What follows belongs to an exercise in optimizing a design on an open flow for small area, a short achievable clock period and few clock cycles per item; a production flow would make more cautious choices.
Only simulation tests tie the RTL to the original design; equivalence was not proved.
Power figures rest on the tool's default switching activity, not on a simulated workload.

==> run Z: inputs <==
==> flow/design.v <==
module frer_recovery (
    input  wire        clk,
    input  wire        rst,
    input  wire        cmd_valid,
    output wire        cmd_ready,
    input  wire [1:0]  cmd_op,
    input  wire [2:0]  cmd_stream,
    input  wire [2:0]  cmd_sel,
    input  wire        cmd_has_seq,
    input  wire [15:0] cmd_seq,
    input  wire [31:0] cmd_data,
    output reg         rsp_valid,
    output reg  [31:0] rsp_data
);
    localparam OP_FRAME  = 2'd0;
    localparam OP_READ   = 2'd1;
    localparam OP_CONFIG = 2'd2;
    localparam OP_WRITE  = 2'd3;
    assign cmd_ready = 1'b1;
    integer i;
    reg rst_q;
    always @(posedge clk) rst_q <= rst;
    reg [23:0] cfg         [0:7];    
    reg [15:0] rec_seq     [0:7];
    reg [63:1] hist        [0:7];    
    reg        rst_pending [0:7];
    reg [31:0] last_pass   [0:7];    
    reg        p1_v;
    reg [1:0]  p1_op;
    reg [7:0]  p1_oh;
    reg [7:0]  p1_ohL;      
    reg        p1_samep;    
    reg        p1_fwdp;     
    reg        p1_fwdt;     
    reg [2:0]  p1_sel;
    reg        p1_hs;
    reg [15:0] p1_seq;
    reg [31:0] p1_d;
    always @(posedge clk) begin
        p1_v   <= cmd_valid & ~rst;
        p1_op  <= cmd_op;
        p1_oh  <= 8'd1 << cmd_stream;
        p1_ohL <= (8'd1 << cmd_stream) & {8{cmd_op == OP_FRAME}};
        p1_samep <= p1_v && !rst && ((p1_oh & (8'd1 << cmd_stream)) != 8'd0);
        p1_fwdp  <= p1_v && !rst && ((p1_oh & (8'd1 << cmd_stream)) != 8'd0) &&
                    (p1_op == OP_CONFIG);
        p1_fwdt  <= p1_v && !rst && ((p1_oh & (8'd1 << cmd_stream)) != 8'd0) &&
                    (p1_op == OP_CONFIG) && (cmd_op == OP_FRAME);
        p1_sel <= cmd_sel;
        p1_hs  <= cmd_has_seq;
        p1_seq <= cmd_seq;
        p1_d   <= cmd_data;
    end
    reg        p2_v;
    reg [1:0]  p2_op;
    reg [7:0]  p2_oh;
    reg [7:0]  p2_ohH;    
    reg [2:0]  p2_sel;
    reg        p2_hs;
    reg [15:0] p2_seq;
    reg [31:0] p2_d;
    reg [6:0]  p2_hl;
    reg        p2_tns;
    reg        p2_chg;
    reg [23:0] s1_rd;
    reg [15:0] s1_rs;
    reg [31:0] s1_lp;
    always @(*) begin
        s1_rd = 24'd0;
        s1_rs = 16'd0;
        s1_lp = 32'd0;
        for (i = 0; i < 8; i = i + 1) begin
            s1_rd = s1_rd | (cfg[i]       & {24{p1_oh[i]}});
            s1_rs = s1_rs | (rec_seq[i]   & {16{p1_oh[i]}});
            s1_lp = s1_lp | (last_pass[i] & {32{p1_ohL[i]}});
        end
    end
    wire        s1_same = p1_samep;
    wire        s1_fwd  = p1_fwdp;
    wire [23:0] s1_cfgv = s1_fwd ? {p2_d[29:22], p2_d[15:0]} : s1_rd;
    wire        s1_tns = s1_cfgv[23];
    wire [6:0]  s1_hl  = s1_cfgv[22:16];
    wire [15:0] s1_rt  = s1_cfgv[15:0];
    wire [6:0]  s1_hlc = (s1_hl > 7'd64) ? 7'd64 : s1_hl;
    wire [31:0] s1_cfg = {2'd0, s1_tns, s1_hl, 6'd0, s1_rt};
    function [35:0] ks36;
        input [35:0] a;
        input [35:0] b;
        input        cin;
        reg   [35:0] p, G, P;
        integer j, d;
        begin
            p = a ^ b;
            G = a & b;
            G[0] = G[0] | (p[0] & cin);
            P = p;
            for (d = 1; d < 36; d = d * 2)
                for (j = 35; j >= d; j = j - 1) begin
                    G[j] = G[j] | (P[j] & G[j - d]);
                    P[j] = P[j] & P[j - d];
                end
            ks36 = p ^ {G[34:0], cin};
        end
    endfunction
    function [71:0] rtrows;
        input [15:0] rt;
        reg   [35:0] r1, r2, r3, r4, s, c;
        begin
            r1 = ~{8'd0, rt, 12'd0};
            r2 = {10'd0, rt, 10'd0};
            r3 = {14'd0, rt, 6'd0};
            r4 = {17'd0, rt, 3'd0};
            s  = r1 ^ r2 ^ r3;
            c  = ((r1 & r2) | (r1 & r3) | (r2 & r3)) << 1;
            rtrows = {s ^ c ^ r4, ((s & c) | (s & r4) | (c & r4)) << 1};
        end
    endfunction
    function [35:0] vcalc;      
        input [31:0] n;
        input [71:0] rows;
        reg   [35:0] r0, a, b;
        begin
            r0 = {4'd0, n};
            a  = rows[71:36];
            b  = rows[35:0];
            vcalc = ks36(r0 ^ a ^ b, ((r0 & a) | (r0 & b) | (a & b)) << 1, 1'b0);
        end
    endfunction
    wire [71:0] s1_rows = p1_fwdt ? rtrows(p2_d[15:0]) : rtrows(s1_rd[15:0]);
    function [14:0] dinfo;    
        input [15:0] seq;
        input [15:0] rsq;
        input [6:0]  hlc;
        reg   [35:0] dl, nd;
        reg          rg;
        begin
            dl = {20'd0, seq - rsq};
            nd = {20'd0, rsq - seq};
            if (dl[15])
                rg = (nd[15:7] != 9'd0) || (nd[6:0] >= hlc);
            else
                rg = (dl[14:7] != 8'd0) || (dl[6:0] >= hlc);
            dinfo = {rg, !dl[15] && (dl[15:0] != 16'd0),
                     dl[15:1] != 15'd0, dl[5:0], nd[5:0]};
        end
    endfunction
    reg [14:0] p2_di_r, p2_di_f;
    reg        p2_same;
    reg [35:0] p2_v36;
    reg [31:0] p2_lpr;
    always @(posedge clk) begin
        p2_v     <= p1_v & ~rst;
        p2_op    <= p1_op;
        p2_oh    <= p1_oh;
        p2_ohH   <= p1_oh & {8{p1_op == OP_FRAME}};
        p2_sel   <= p1_sel;
        p2_hs    <= p1_hs;
        p2_seq   <= p1_seq;
        p2_d     <= (p1_op == OP_READ) ? s1_cfg : p1_d;
        p2_hl    <= s1_hlc;
        p2_tns   <= s1_tns;
        p2_chg   <= (p1_d[29] != s1_tns) || (p1_d[28:22] != s1_hl);
        p2_di_r  <= dinfo(p1_seq, s1_rs, s1_hlc);
        p2_di_f  <= dinfo(p1_seq, p2_seq, s1_hlc);
        p2_v36   <= vcalc(p1_d, s1_rows);
        p2_lpr   <= s1_lp;
        p2_same  <= s1_same;
    end
    reg [63:1] H_rd;
    reg [15:0] rs;
    reg        pend_rd;
    always @(*) begin
        H_rd    = 63'd0;
        rs      = 16'd0;
        pend_rd = 1'b0;
        for (i = 0; i < 8; i = i + 1) begin
            H_rd    = H_rd    | (hist[i]        & {63{p2_ohH[i]}});
            rs      = rs      | (rec_seq[i]     & {16{p2_oh[i]}});
            pend_rd = pend_rd | (rst_pending[i] & p2_oh[i]);
        end
    end
    reg         p3_setseq, p3_pass;
    reg  [31:0] p3_d;
    wire        use_f   = p2_same && p3_setseq;
    wire [14:0] di      = use_f ? p2_di_f : p2_di_r;
    function tcmp;
        input [35:0] v;
        input [31:0] n;
        input [31:0] lpv;
        reg          ge, lt;
        begin
            ge   = v[31:0] >= lpv;
            lt   = n < lpv;
            tcmp = (!v[35] && ge) || (lt && (!v[35] || ge));
        end
    endfunction
    wire        timeout = (p2_same && p3_pass) ? tcmp(p2_v36, p2_d, p3_d)
                                               : tcmp(p2_v36, p2_d, p2_lpr);
    wire [6:0]  hl = p2_hl;
    wire [63:0] H  = {H_rd, 1'b1};
    wire        pending   = pend_rd | timeout;
    wire        rogue     = di[14];
    wire        delta_pos = di[13];
    wire        delta_gt1 = di[12];
    wire [5:0]  dp        = di[11:6];
    wire [5:0]  dn        = di[5:0];
    wire        dup       = H[dn];
    function [63:0] lowk;
        input [6:0] k;
        integer j;
        begin
            for (j = 0; j < 64; j = j + 1)
                lowk[j] = (k > j);
        end
    endfunction
    wire [6:0]  hl_m_d    = hl - {1'b0, dp};
    wire [63:0] hl_mask   = lowk(hl);
    wire [63:0] top_mask  = hl_mask & ~lowk(hl_m_d);
    wire [63:0] hist_adv  = ((H << dp) | 64'd1) & hl_mask;
    wire [63:0] hist_mark = H | (64'd1 << dn);
    reg        f_pass, f_reset, f_disc, f_rogue, f_ooo, f_adv, f_pend;
    reg [63:0] f_hist;
    always @(*) begin
        f_pass  = 1'b0;
        f_reset = 1'b0;
        f_disc  = 1'b0;
        f_rogue = 1'b0;
        f_ooo   = 1'b0;
        f_adv   = 1'b0;
        f_pend  = pending;
        f_hist  = H;
        if (!p2_hs) begin
            if (p2_tns)
                f_pass = 1'b1;
            else
                f_disc = 1'b1;
        end else if (pending) begin
            f_hist  = 64'd1;
            f_pend  = 1'b0;
            f_reset = 1'b1;
            f_pass  = 1'b1;
        end else if (rogue) begin
            f_rogue = 1'b1;
        end else if (!delta_pos) begin
            if (dup) begin
                f_disc = 1'b1;
            end else begin
                f_hist = hist_mark;
                f_ooo  = 1'b1;
                f_pass = 1'b1;
            end
        end else begin
            f_adv  = 1'b1;
            f_hist = hist_adv;
            f_ooo  = delta_gt1;
            f_pass = 1'b1;
        end
    end
    wire s2_frame = p2_v && (p2_op == OP_FRAME);
    wire s2_cfg   = p2_v && (p2_op == OP_CONFIG);
    wire [23:0] wd_cfg  = rst_q ? 24'd0 : {p2_d[29:22], p2_d[15:0]};
    wire [15:0] wd_seq  = rst_q ? 16'd0 : p2_seq;
    wire        wd_pend = rst_q | (s2_frame ? f_pend : (pend_rd | p2_chg));
    always @(posedge clk) begin
        for (i = 0; i < 8; i = i + 1) begin
            if (rst_q || (s2_cfg && p2_oh[i]))
                cfg[i] <= wd_cfg;
            if (rst_q || (s2_frame && (f_reset || f_adv) && p2_oh[i]))
                rec_seq[i] <= wd_seq;
            if (rst_q || ((s2_frame || s2_cfg) && p2_oh[i]))
                rst_pending[i] <= wd_pend;
            if (p2_v && p2_ohH[i])
                hist[i] <= f_hist[63:1];
            if (s2_frame && f_pass && p2_oh[i])
                last_pass[i] <= p2_d;
        end
    end
    reg        p3_v;
    reg [1:0]  p3_op;
    reg [7:0]  p3_oh;
    reg [2:0]  p3_sel;
    reg [63:1] p3_lvec;
    reg [5:0]  p3_inc;    
    always @(posedge clk) begin
        p3_v    <= p2_v & ~rst;
        p3_op   <= p2_op;
        p3_oh   <= p2_oh;
        p3_sel  <= p2_sel;
        p3_d    <= (p2_op == OP_READ && p2_sel == 3'd6) ?
                   {rs, 15'd0, pend_rd} : p2_d;
        p3_lvec <= (s2_frame && f_adv) ? (~H[63:1] & top_mask[63:1]) : 63'd0;
        p3_inc  <= s2_frame ? {f_pass, f_disc, f_rogue, f_ooo, f_adv, f_reset} : 6'd0;
        p3_setseq <= s2_frame && (f_reset || f_adv);
        p3_pass   <= s2_frame && f_pass;
    end
    reg [4:0] pcg [0:3];
    always @(*) begin
        for (i = 0; i < 4; i = i + 1)
            pcg[i] = 5'd0;
        for (i = 1; i < 64; i = i + 1)
            pcg[i / 16] = pcg[i / 16] + {4'd0, p3_lvec[i]};
    end
    reg        p4_v;
    reg [1:0]  p4_op;
    reg [47:0] p4_m;      
    reg [2:0]  p4_sel;
    reg [31:0] p4_d;
    reg [19:0] p4_pcg;
    reg [5:0]  p4_inc;
    always @(posedge clk) begin
        p4_v    <= p3_v & ~rst;
        p4_op   <= p3_op;
        for (i = 0; i < 6; i = i + 1)
            p4_m[8 * i +: 8] <= p3_oh & {8{(p3_v && p3_op == OP_FRAME && p3_inc[5 - i]) ||
                                            (p3_v && p3_op[0] && p3_sel == i)}};
        p4_sel  <= p3_sel;
        p4_d    <= p3_d;
        p4_pcg  <= {pcg[3], pcg[2], pcg[1], pcg[0]};
        p4_inc  <= p3_inc;
    end
    wire s4_frame = p4_v && (p4_op == OP_FRAME);
    wire s4_write = p4_v && (p4_op == OP_WRITE);
    wire [6:0] p4_lost = {2'd0, p4_pcg[4:0]} + {2'd0, p4_pcg[9:5]}
                       + {2'd0, p4_pcg[14:10]} + {2'd0, p4_pcg[19:15]};
    wire [6:0] amt [0:5];
    assign amt[0] = {6'd0, p4_inc[5]};
    assign amt[1] = {6'd0, p4_inc[4]};
    assign amt[2] = {6'd0, p4_inc[3]};
    assign amt[3] = {6'd0, p4_inc[2]};
    assign amt[4] = p4_lost;
    assign amt[5] = {6'd0, p4_inc[0]};
    wire [31:0] cur [0:5];
    genvar g;
    generate
        for (g = 0; g < 6; g = g + 1) begin : gcnt
            reg [31:0] cnt [0:7];
            reg [31:0] rdv;
            integer k;
            always @(*) begin
                rdv = 32'd0;
                for (k = 0; k < 8; k = k + 1)
                    rdv = rdv | (cnt[k] & {32{p4_m[8 * g + k]}});
            end
            assign cur[g] = rdv;
            wire [35:0] sum = ks36({4'd0, rdv}, {29'd0, amt[g]}, 1'b0);
            wire [31:0] wd  = rst_q ? 32'd0 :
                              (s4_write ? p4_d : (sum[32] ? 32'hFFFF_FFFF : sum[31:0]));
            always @(posedge clk) begin
                for (k = 0; k < 8; k = k + 1)
                    if (rst_q || p4_m[8 * g + k])
                        cnt[k] <= wd;
            end
        end
    endgenerate
    reg [31:0] rd_val;
    always @(*) begin
        case (p4_sel)
            3'd0: rd_val = cur[0];
            3'd1: rd_val = cur[1];
            3'd2: rd_val = cur[2];
            3'd3: rd_val = cur[3];
            3'd4: rd_val = cur[4];
            3'd5: rd_val = cur[5];
            default: rd_val = p4_d;
        endcase
    end
    always @(posedge clk) begin
        rsp_valid <= p4_v & ~rst;
        case (p4_op)
            OP_FRAME: rsp_data <= {31'd0, p4_inc[5]};
            OP_READ:  rsp_data <= rd_val;
            default:  rsp_data <= 32'd0;
        endcase
    end
endmodule
==> flow/run.sh <==
#!/bin/bash
# synth_recipe.tcl (not shown) runs the flow's synth.tcl, then flattens the netlist and writes it again
# the make line also repeats each setting of config.mk as NAME=value (left out here)
make -C /OpenROAD-flow-scripts/flow DESIGN_CONFIG=/design/flow/config.mk WORK_HOME=/design/flow/orfs CLKGATE_MAP_FILE= SYNTH_SCRIPT=/design/flow/synth_recipe.tcl finish
==> flow/config.mk <==
export PLATFORM = sky130hd
export DESIGN_NAME = frer_recovery
export DESIGN_NICKNAME = frer_recovery
export VERILOG_FILES = /design/flow/design.v
export SDC_FILE = /design/flow/constraint.sdc
export NUM_CORES = 4
export LEC_CHECK = 0
export CAP_MARGIN = 20
export CORE_MARGIN = 2
export CORE_UTILIZATION = 40
export CTS_CLUSTER_DIAMETER = 100
export CTS_CLUSTER_SIZE = 20
export SLEW_MARGIN = 20
==> flow/constraint.sdc <==
create_clock -name core_clock -period 20.0 [get_ports {clk}]
set_input_delay 4.0000 -clock core_clock [delete_from_list [all_inputs] [get_ports {clk}]]
set_output_delay 4.0000 -clock core_clock [all_outputs]
set_load 0.01 [all_outputs]
==> inputs of run Y, as changes to run Z <==
--- a/flow/design.v
+++ b/flow/design.v
@@ -38,2 +38,15 @@
     reg [31:0] p1_d;
+    reg [23:0] p1_cfg;      
+    reg        p1_fwdA;     
+    reg [7:0]  p2_oh;
+    reg        p2_v;
+    reg [1:0]  p2_op;
+    reg [31:0] p2_d;
+    reg [31:0] p3_d;
+    reg [23:0] in_cfg;
+    always @(*) begin
+        in_cfg = 24'd0;
+        for (i = 0; i < 8; i = i + 1)
+            in_cfg = in_cfg | (cfg[i] & {24{cmd_stream == i}});
+    end
     always @(posedge clk) begin
@@ -52,6 +65,6 @@
         p1_d   <= cmd_data;
+        p1_cfg <= rst_q ? 24'd0 : in_cfg;    
+        p1_fwdA <= p2_v && !rst && ((p2_oh & (8'd1 << cmd_stream)) != 8'd0) &&
+                   (p2_op == OP_CONFIG);
     end
-    reg        p2_v;
-    reg [1:0]  p2_op;
-    reg [7:0]  p2_oh;
     reg [7:0]  p2_ohH;    
@@ -60,3 +73,2 @@
     reg [15:0] p2_seq;
-    reg [31:0] p2_d;
     reg [6:0]  p2_hl;
@@ -64,3 +76,2 @@
     reg        p2_chg;
-    reg [23:0] s1_rd;
     reg [15:0] s1_rs;
@@ -68,3 +79,2 @@
     always @(*) begin
-        s1_rd = 24'd0;
         s1_rs = 16'd0;
@@ -72,3 +82,2 @@
         for (i = 0; i < 8; i = i + 1) begin
-            s1_rd = s1_rd | (cfg[i]       & {24{p1_oh[i]}});
             s1_rs = s1_rs | (rec_seq[i]   & {16{p1_oh[i]}});
@@ -79,3 +88,4 @@
     wire        s1_fwd  = p1_fwdp;
-    wire [23:0] s1_cfgv = s1_fwd ? {p2_d[29:22], p2_d[15:0]} : s1_rd;
+    wire [23:0] s1_cfgv = s1_fwd  ? {p2_d[29:22], p2_d[15:0]} :
+                          p1_fwdA ? {p3_d[29:22], p3_d[15:0]} : p1_cfg;
     wire        s1_tns = s1_cfgv[23];
@@ -128,3 +138,4 @@
     endfunction
-    wire [71:0] s1_rows = p1_fwdt ? rtrows(p2_d[15:0]) : rtrows(s1_rd[15:0]);
+    wire [71:0] s1_rows = s1_fwd  ? rtrows(p2_d[15:0]) :
+                          p1_fwdA ? rtrows(p3_d[15:0]) : rtrows(p1_cfg[15:0]);
     function [14:0] dinfo;    
@@ -182,3 +193,2 @@
     reg         p3_setseq, p3_pass;
-    reg  [31:0] p3_d;
     wire        use_f   = p2_same && p3_setseq;
@@ -290,3 +300,3 @@
                    {rs, 15'd0, pend_rd} : p2_d;
-        p3_lvec <= (s2_frame && f_adv) ? (~H[63:1] & top_mask[63:1]) : 63'd0;
+        p3_lvec <= ~H[63:1] & top_mask[63:1];    
         p3_inc  <= s2_frame ? {f_pass, f_disc, f_rogue, f_ooo, f_adv, f_reset} : 6'd0;
@@ -329,3 +339,3 @@
     assign amt[3] = {6'd0, p4_inc[2]};
-    assign amt[4] = p4_lost;
+    assign amt[4] = p4_inc[1] ? p4_lost : 7'd0;
     assign amt[5] = {6'd0, p4_inc[0]};
==> inputs of run F, as changes to run Z <==
--- a/flow/design.v
+++ b/flow/design.v
@@ -38,2 +38,15 @@
     reg [31:0] p1_d;
+    reg [23:0] p1_cfg;      
+    reg        p1_fwdA;     
+    reg [7:0]  p2_oh;
+    reg        p2_v;
+    reg [1:0]  p2_op;
+    reg [31:0] p2_d;
+    reg [31:0] p3_d;
+    reg [23:0] in_cfg;
+    always @(*) begin
+        in_cfg = 24'd0;
+        for (i = 0; i < 8; i = i + 1)
+            in_cfg = in_cfg | (cfg[i] & {24{cmd_stream == i}});
+    end
     always @(posedge clk) begin
@@ -52,6 +65,6 @@
         p1_d   <= cmd_data;
+        p1_cfg <= rst_q ? 24'd0 : in_cfg;    
+        p1_fwdA <= p2_v && !rst && ((p2_oh & (8'd1 << cmd_stream)) != 8'd0) &&
+                   (p2_op == OP_CONFIG);
     end
-    reg        p2_v;
-    reg [1:0]  p2_op;
-    reg [7:0]  p2_oh;
     reg [7:0]  p2_ohH;    
@@ -60,3 +73,2 @@
     reg [15:0] p2_seq;
-    reg [31:0] p2_d;
     reg [6:0]  p2_hl;
@@ -64,3 +76,2 @@
     reg        p2_chg;
-    reg [23:0] s1_rd;
     reg [15:0] s1_rs;
@@ -68,3 +79,2 @@
     always @(*) begin
-        s1_rd = 24'd0;
         s1_rs = 16'd0;
@@ -72,3 +82,2 @@
         for (i = 0; i < 8; i = i + 1) begin
-            s1_rd = s1_rd | (cfg[i]       & {24{p1_oh[i]}});
             s1_rs = s1_rs | (rec_seq[i]   & {16{p1_oh[i]}});
@@ -79,3 +88,4 @@
     wire        s1_fwd  = p1_fwdp;
-    wire [23:0] s1_cfgv = s1_fwd ? {p2_d[29:22], p2_d[15:0]} : s1_rd;
+    wire [23:0] s1_cfgv = s1_fwd  ? {p2_d[29:22], p2_d[15:0]} :
+                          p1_fwdA ? {p3_d[29:22], p3_d[15:0]} : p1_cfg;
     wire        s1_tns = s1_cfgv[23];
@@ -128,4 +138,5 @@
     endfunction
-    wire [71:0] s1_rows = p1_fwdt ? rtrows(p2_d[15:0]) : rtrows(s1_rd[15:0]);
-    function [14:0] dinfo;    
+    wire [71:0] s1_rows = s1_fwd  ? rtrows(p2_d[15:0]) :
+                          p1_fwdA ? rtrows(p3_d[15:0]) : rtrows(p1_cfg[15:0]);
+    function [21:0] dinfo;    
         input [15:0] seq;
@@ -142,3 +153,3 @@
                 rg = (dl[14:7] != 8'd0) || (dl[6:0] >= hlc);
-            dinfo = {rg, !dl[15] && (dl[15:0] != 16'd0),
+            dinfo = {hlc - {1'b0, dl[5:0]}, rg, !dl[15] && (dl[15:0] != 16'd0),
                      dl[15:1] != 15'd0, dl[5:0], nd[5:0]};
@@ -146,3 +157,3 @@
     endfunction
-    reg [14:0] p2_di_r, p2_di_f;
+    reg [21:0] p2_di_r, p2_di_f;
     reg        p2_same;
@@ -182,5 +193,4 @@
     reg         p3_setseq, p3_pass;
-    reg  [31:0] p3_d;
     wire        use_f   = p2_same && p3_setseq;
-    wire [14:0] di      = use_f ? p2_di_f : p2_di_r;
+    wire [21:0] di      = use_f ? p2_di_f : p2_di_r;
     function tcmp;
@@ -215,3 +225,3 @@
     endfunction
-    wire [6:0]  hl_m_d    = hl - {1'b0, dp};
+    wire [6:0]  hl_m_d    = di[21:15];    
     wire [63:0] hl_mask   = lowk(hl);
@@ -290,3 +300,3 @@
                    {rs, 15'd0, pend_rd} : p2_d;
-        p3_lvec <= (s2_frame && f_adv) ? (~H[63:1] & top_mask[63:1]) : 63'd0;
+        p3_lvec <= ~H[63:1] & top_mask[63:1];    
         p3_inc  <= s2_frame ? {f_pass, f_disc, f_rogue, f_ooo, f_adv, f_reset} : 6'd0;
@@ -307,3 +317,3 @@
     reg [31:0] p4_d;
-    reg [19:0] p4_pcg;
+    reg [11:0] p4_pcg;    
     reg [5:0]  p4_inc;
@@ -317,3 +327,3 @@
         p4_d    <= p3_d;
-        p4_pcg  <= {pcg[3], pcg[2], pcg[1], pcg[0]};
+        p4_pcg  <= {{1'b0, pcg[3]} + {1'b0, pcg[2]}, {1'b0, pcg[1]} + {1'b0, pcg[0]}};
         p4_inc  <= p3_inc;
@@ -322,4 +332,3 @@
     wire s4_write = p4_v && (p4_op == OP_WRITE);
-    wire [6:0] p4_lost = {2'd0, p4_pcg[4:0]} + {2'd0, p4_pcg[9:5]}
-                       + {2'd0, p4_pcg[14:10]} + {2'd0, p4_pcg[19:15]};
+    wire [6:0] p4_lost = {1'b0, p4_pcg[11:6]} + {1'b0, p4_pcg[5:0]};
     wire [6:0] amt [0:5];
@@ -329,3 +338,3 @@
     assign amt[3] = {6'd0, p4_inc[2]};
-    assign amt[4] = p4_lost;
+    assign amt[4] = p4_inc[1] ? p4_lost : 7'd0;
     assign amt[5] = {6'd0, p4_inc[0]};
==> run notes <==
metric	run Y	run F	run Z
Run status	no timing/DRC/antenna violations	no timing/DRC/antenna violations	no timing/DRC/antenna violations
Met1 Usage GRT	35.5%	35.7%	33.1%
Power density cells	94.8 nW/um^2	95.3 nW/um^2	96.7 nW/um^2
DR iter-0 viols	12300	12400	9872
Final instance count without filler cells	14500	14400	14000
Xor/xnor share of the synthesized area	1.62%	1.60%	1.80%
Number of clock buffers in the layout	294	286	289
Switching Share	29.0%	28.7%	29.1%
Number of non-clock inverters in the layout	455	382	388
Lkg Pwr	50.3 nW	50.3 nW	49.2 nW
Maximum operating frequency	0.165 GHz	0.170 GHz	0.161 GHz
Routed length on met3	46000 um	47300 um	37900 um
Fraction of standard cell area that is sequential	60.7%	60.9%	61.8%
TritonCTS Buffers	185	189	181
Sequential cell count	3158	3165	3133
Post-route cell area	148000 um^2	147000 um^2	144000 um^2
Reg-to-Reg End	gcnt[4].cnt[2][20]$_DFFE_PP_	p2_v36[30]$_DFF_P_	p3_lvec[13]$_SDFF_PN0_
Worst setup path end	gcnt[4].cnt[2][20]$_DFFE_PP_	rsp_data[13]	p3_lvec[13]$_SDFF_PN0_
Max transition margin	12.5%	12.0%	13.8%
Non-clock buffering overhead	2.03%	1.99%	2.00%
Mean area per synthesized cell	13.8 um^2	13.8 um^2	14.0 um^2
CTS sink cnt	3158	3165	3133
Maximum number of pins on one net before global-route repair	79	73	92
Effective utilization at floorplan	40.3%	40.2%	40.2%
Testbench counts of run Z, summed over its fixed seeds: cycles 24,616, items 24,576.
Testbench counts of run Y, summed over its fixed seeds: cycles 24,616, items 24,576.
Testbench counts of run F, summed over its fixed seeds: cycles 24,616, items 24,576.

[afterwards: timing with drivers on the ports]
How much do the figures lean on ideal ports? The routed layouts below were timed once more, with nothing changed but the port constraints.
Step 1 (the two cells are an assumption about what drives the block):
set clk [get_ports {clk}]
set_driving_cell -lib_cell sky130_fd_sc_hd__clkbuf_16 $clk
set_driving_cell -lib_cell sky130_fd_sc_hd__buf_2 [delete_from_list [all_inputs] $clk]
Step 2 times the ports against the registers' clock, not the clock port: input delays grow and output delays shrink by t, the midpoint of the rising clock arrivals with the driver on.
Slacks: ideal / step 1 / step 2; pairs: ideal / step 1.
run | t, ns | setup slack, ns | worst setup path at the end | cell pins on the clock port's net
run Z | 0.985 | 13.808 / 13.808 / 13.808 | register to register | 1
run Y | 0.987 | 13.936 / 13.858 / 13.936 | register to register | 1
run F | 0.986 | 14.134 / 14.038 / 13.940 | input to register | 1
After both steps every run listed still meets setup and hold. For run F, which loses most, drivers alone change the setup slack by -0.096 ns; drivers and shift together by -0.194 ns.
